This is an optimization exercise on Yosys and OpenROAD, whose aim is small area and a short achievable clock period, not a production implementation. The RTL was checked by simulation tests, not by an equivalence proof against the original design.

job 5486:
Design ctr_decoder, start of the top module:
module ctr_decoder (
    input  wire        clk,
    input  wire        rst,
    input  wire        in_valid,
    input  wire [63:0] in_container,
    input  wire [35:0] in_addr,
    output wire        out_valid,
    output wire [1:0]  out_outcome,    
    output wire [47:0] out_data,
    output wire        out_poison,
    output wire [63:0] out_container,  
    output wire [6:0]  out_pos0,       
    output wire [6:0]  out_pos1,       
    output wire        out_p,          
    output wire [5:0]  out_s1,         
    output wire [5:0]  out_s3          
);
    function automatic [5:0] gf_mul(input [5:0] a, input [5:0] b);
        integer i;
        reg [6:0] aa;
        reg [5:0] r;
        begin
            aa = {1'b0, a};
            r  = 6'd0;
            for (i = 0; i < 6; i = i + 1) begin
                if (b[i]) r = r ^ aa[5:0];
                aa = aa << 1;
                if (aa[6]) aa = aa ^ 7'h43;
            end
            gf_mul = r;
        end
    endfunction
    localparam [383:0] T_INVCUBE = 384'ha0f148041636e58e765ab0d20d1fa85b3f8f345491ceb20dec323a17a5d638f4bba0e5eb619676ed1cd737a3be679040;
    function automatic [5:0] invcube(input [5:0] a);
        invcube = T_INVCUBE[a * 6 +: 6];
    endfunction
    localparam [383:0] T_GF_LOG = 384'heb9ed456af1dae75b27aef4aa37b25cf55cfbd17e22d9f85e13a5c9b1b49da4d0e42160449bc088cd80368730218103f;
    function automatic [5:0] gf_log(input [5:0] a);
        gf_log = T_GF_LOG[a * 6 +: 6];
    endfunction
    reg v_1;
    reg v_2;
    reg v_3;
    always @(posedge clk) begin
        if (rst) begin
            v_1 <= 1'b0;
            v_2 <= 1'b0;
            v_3 <= 1'b0;
        end else begin
            v_1 <= in_valid;
            v_2 <= v_1;
            v_3 <= v_2;
        end
    end
    assign out_valid = v_3;
    wire [63:0] c_0 = in_container;
  ...
Settings: LEC_CHECK=0, CAP_MARGIN=20, CORE_MARGIN=2, CORE_UTILIZATION=40, SLEW_MARGIN=20; clock period 18.0 ns.
standard.sh (not shown) runs the stock make flow with config.mk's settings and CLKGATE_MAP_FILE= SYNTH_SCRIPT=/design/flow/synth_recipe.tcl, a recipe that flattens the netlist after the stock synthesis.
==> flow/flow/run.sh <==
#!/bin/bash
# The standard layout (standard synthesis, floorplan, placement, CTS, routing), with:
# - the post-CTS and post-global-route timing repair aiming for a setup slack of 13 ns
#   at the design's 18 ns clock, so the resizer works on the design's real critical paths;
# - the port buffers (one per input and output port, as standard) made with buf_1;
bash standard.sh SETUP_SLACK_MARGIN=13 "BUFFER_PORTS_ARGS=-buffer_cell sky130_fd_sc_hd__buf_1" \
    CTS_BUF_LIST=sky130_fd_sc_hd__clkbuf_8 finish > standard.log 2>&1
For job 3881, these inputs were changed with respect to job 5486:
==> flow/flow/run.sh <==
#!/bin/bash
set -e
cp -r "$FLOW_HOME/scripts" scripts_synth
cp flow/abc_map.script scripts_synth/abc_speed.script
bash standard.sh SCRIPTS_DIR="$PWD/scripts_synth" synth > synth.log 2>&1
bash standard.sh SETUP_SLACK_MARGIN=13 PLACE_DENSITY=0.8 CTS_CLUSTER_SIZE=28 CTS_CLUSTER_DIAMETER=120 "BUFFER_PORTS_ARGS=-buffer_cell sky130_fd_sc_hd__buf_1" finish > standard.log 2>&1
==> flow/flow/abc_map.script (new file) <==
&get -n
&st
&dch
&nf
&st
&syn2
&if -g -K 6
&synch2
&nf
&st
&syn2
&if -g -K 6
&synch2
&nf
&st
&dch -f
&nf -R 1000
&st
&dch -f
&nf -R 1000
&st
&dch -f
&nf -R 1000
&put
topo
stime -c
## What came out
Job 3881 finished end to end and its layout was clean on timing, DRC and antenna. Job 3881 vs. job 5486: layout inverter count without the clock tree up 3; net count after synthesis down about 4.3%; post-layout minimum cycle time down 0.027 ns; non-clock buffer instance count of the final layout up about 6.5%. Critical path launch point = c_1[6]$_DFF_P_: job 5486; critical path launch point = s1_2[4]$_DFF_P_: job 3881.
For job 8931, these inputs were changed with respect to job 3881:
==> flow/flow/run.sh <==
#!/bin/bash
# The standard layout (standard synthesis, floorplan, placement, CTS, routing), with:
# - the post-CTS and post-global-route timing repair aiming for a setup slack of 13.3 ns
#   at the design's 18 ns clock, so the resizer works on the design's real critical paths;
bash standard.sh SETUP_SLACK_MARGIN=13.3 "BUFFER_PORTS_ARGS=-buffer_cell sky130_fd_sc_hd__buf_1" finish > standard.log 2>&1
removed: flow/flow/abc_map.script
--- outcome ---
Re number of synthesized register bits: no difference whatsoever between job 3881 and job 8931.
Comparing job 3881 and job 8931, the higher placeable core region is on job 8931.
Lower distinct cell type count of the synthesized netlist among job 3881 and job 8931: job 3881
Of the two values seen for endpoint of the most critical setup path, opos1_3[0]$_DFF_P_ was produced by job 3881 and opos1_3[5]$_DFF_P_ by job 8931.
Summary: with job 3881 as the reference, die boundary height in job 8931 moved up by a few percent.
When the final numbers for job 3881 and job 8931 were put side by side, the final period demand of the worst path turned out to be greater in job 3881.
[compare] base=job 3881 new=job 8931: number of instances in the synthesized netlist saw an increase, sequential cell area roughly the same.
What job 6512 does differently from job 8931 at the input level:
==> flow/flow/run.sh <==
#!/bin/bash
# The standard layout (standard synthesis, floorplan, placement, CTS, routing), with:
# - the post-CTS and post-global-route timing repair aiming for a setup slack of 13 ns
#   at the design's 18 ns clock, so the resizer works on the design's real critical paths;
bash standard.sh SETUP_SLACK_MARGIN=13 "BUFFER_PORTS_ARGS=-buffer_cell sky130_fd_sc_hd__buf_1" finish > standard.log 2>&1
## What came out
Comparing job 6512 and job 8931, the higher post-cts resize count was measured on job 8931.
Looking at cell depth of the worst setup path across job 6512 and job 8931, the one that comes out higher is job 8931.
From job 8931 to job 6512 the numbers moved as follows: detailed-placement wirelength estimate down 0.99%.

* * *

ctr_decoder again, from the RTL that the note above started with.
export LEC_CHECK = 0
export CAP_MARGIN = 20
export CORE_MARGIN = 2
export CORE_UTILIZATION = 40
export SLEW_MARGIN = 20
create_clock -name core_clock -period 18.0 [get_ports {clk}]
==> flow/flow/run.sh <==
#!/bin/bash
# The standard layout (standard synthesis, floorplan, placement, CTS, routing), with:
# - the post-CTS and post-global-route timing repair aiming for a setup slack of 12.7 ns
#   at the design's 18 ns clock, so the resizer works on the design's real critical paths;
bash standard.sh SETUP_SLACK_MARGIN=12.7 "BUFFER_PORTS_ARGS=-buffer_cell sky130_fd_sc_hd__buf_1" finish > standard.log 2>&1
The first run produced a clean layout.
Next try:
==> flow/flow/run.sh (replaced) <==
#!/bin/bash
# The standard layout (standard synthesis, floorplan, placement, CTS, routing), with:
# - the post-CTS and post-global-route timing repair aiming for a setup slack of 13.3 ns
#   at the design's 18 ns clock, so the resizer works on the design's real critical paths;
bash standard.sh SETUP_SLACK_MARGIN=13.3 CTS_BUF_LIST=sky130_fd_sc_hd__clkbuf_8 finish > standard.log 2>&1
After rerunning:
- area after synthesis is unchanged
- fmax rises by about 9%
- utilization came out higher by 5.2 points
- clock-buffer cell count grows by 13
- cell count rose by 4.5%
- worst hold slack is about the same
Next try:
==> flow/flow/run.sh (replaced) <==
#!/bin/bash
set -e
cp -r "$FLOW_HOME/scripts" scripts_synth
cp flow/abc_map.script scripts_synth/abc_speed.script
bash standard.sh SCRIPTS_DIR="$PWD/scripts_synth" synth > synth.log 2>&1
bash standard.sh SETUP_SLACK_MARGIN=13 "BUFFER_PORTS_ARGS=-buffer_cell sky130_fd_sc_hd__buf_1" finish > standard.log 2>&1
==> flow/flow/abc_map.script (new file) <==
&get -n
&st
&dch
&nf
&st
&syn2
&if -g -K 6
&synch2
&nf
&st
&syn2
&if -g -K 6
&synch2
&nf
&st
&dch -f
&nf -R 1000
&put
topo
stime -c
Result: Count of clock-buffer cells in the layout is lower by 23. Setup slack degrades by 0.10 ns. Final cell count shrinks by 5.4%. Design area is lower by 11%. Fmax shrinks by 2.2%.
Next try:
==> flow/flow/run.sh (replaced) <==
#!/bin/bash
bash standard.sh SETUP_SLACK_MARGIN=13.3 finish > standard.log 2>&1
removed: flow/flow/abc_map.script
Result: Global-route usage decreases by 0.33 points; critical path depth decreases by 23; non-clock buffer count increases by 38; routed wire length increases by 7.4%; clock skew barely changes; count of clock-buffer cells in the layout increases by 9.
Next try:
==> flow/flow/run.sh (replaced) <==
#!/bin/bash
set -e
cp -r "$FLOW_HOME/scripts" scripts_synth
cp flow/abc_map.script scripts_synth/abc_speed.script
bash standard.sh SCRIPTS_DIR="$PWD/scripts_synth" synth > synth.log 2>&1
bash standard.sh SETUP_SLACK_MARGIN=13.15 CTS_CLUSTER_SIZE=28 CTS_CLUSTER_DIAMETER=120 "BUFFER_PORTS_ARGS=-buffer_cell sky130_fd_sc_hd__buf_1" finish > standard.log 2>&1
==> flow/flow/abc_map.script (new file) <==
&get -n
&st
&dch
&nf
&st
&syn2
&if -g -K 6
&synch2
&nf
&st
&syn2
&if -g -K 6
&synch2
&nf
&st
&dch -f
&nf -R 1000
&st
&dch -f
&nf -R 1000
&st
&dch -f
&nf -R 1000
&put
topo
stime -c
The changed run finished clean.
Final area decreases by 15%.
Non-clock buffer count decreases by 34.
Hold slack gains 0.014 ns.
Count of clock-buffer cells in the layout decreases by 21.
Critical path depth stays the same.
Next try:
==> flow/flow/run.sh (replaced) <==
#!/bin/bash
bash standard.sh SETUP_SLACK_MARGIN=13 finish > standard.log 2>&1
removed: flow/flow/abc_map.script
After rerunning: The new run finished clean. Non-clock buffer count is lower by 21. Die area is higher by 8.9%.

-- separate check: timing with driven ports --
How much do the figures lean on ideal ports? The routed layouts below were timed once more, with nothing changed but the port constraints.
Step 1 assumes that a clkbuf_16 drives the clock port and a buf_2 every other input.
Step 2 also shifts input and output timing later by t, the mid clock arrival at the registers, as if the neighbouring blocks saw the same clock.
a / b / c = ideal / step 1 / step 2; a / b = the first two.
run	t, ns	setup WS [ns]	worst setup path after step 2	worst register clock-pin slew, ns
job 5486	0.613	13.191 / 13.191 / 13.191	register to register	0.07 / 0.07
job 3881	0.536	13.219 / 13.219 / 13.186	input to register	0.11 / 0.11
job 8931	0.579	13.255 / 13.255 / 13.222	input to register	0.06 / 0.06
job 6512	0.595	13.225 / 13.225 / 13.225	register to register	0.07 / 0.07
the first run of note 2	0.579	12.934 / 12.934 / 12.934	register to register	0.06 / 0.06
the second run of note 2	0.595	13.335 / 13.285 / 12.874	input to register	0.08 / 0.08
the third run of note 2	0.591	13.232 / 13.195 / 13.232	register to register	0.07 / 0.07
the fourth run of note 2	0.590	13.318 / 13.267 / 12.898	input to register	0.07 / 0.07
the fifth run of note 2	0.549	13.226 / 13.175 / 13.266	input to register	0.11 / 0.11
the sixth run of note 2	0.598	13.034 / 12.981 / 12.919	input to register	0.07 / 0.07
After both steps setup and hold are still met in every run listed. The setup slack of the second run of note 2, which loses most, moves by -0.050 ns with the drivers and by -0.461 ns with both steps.
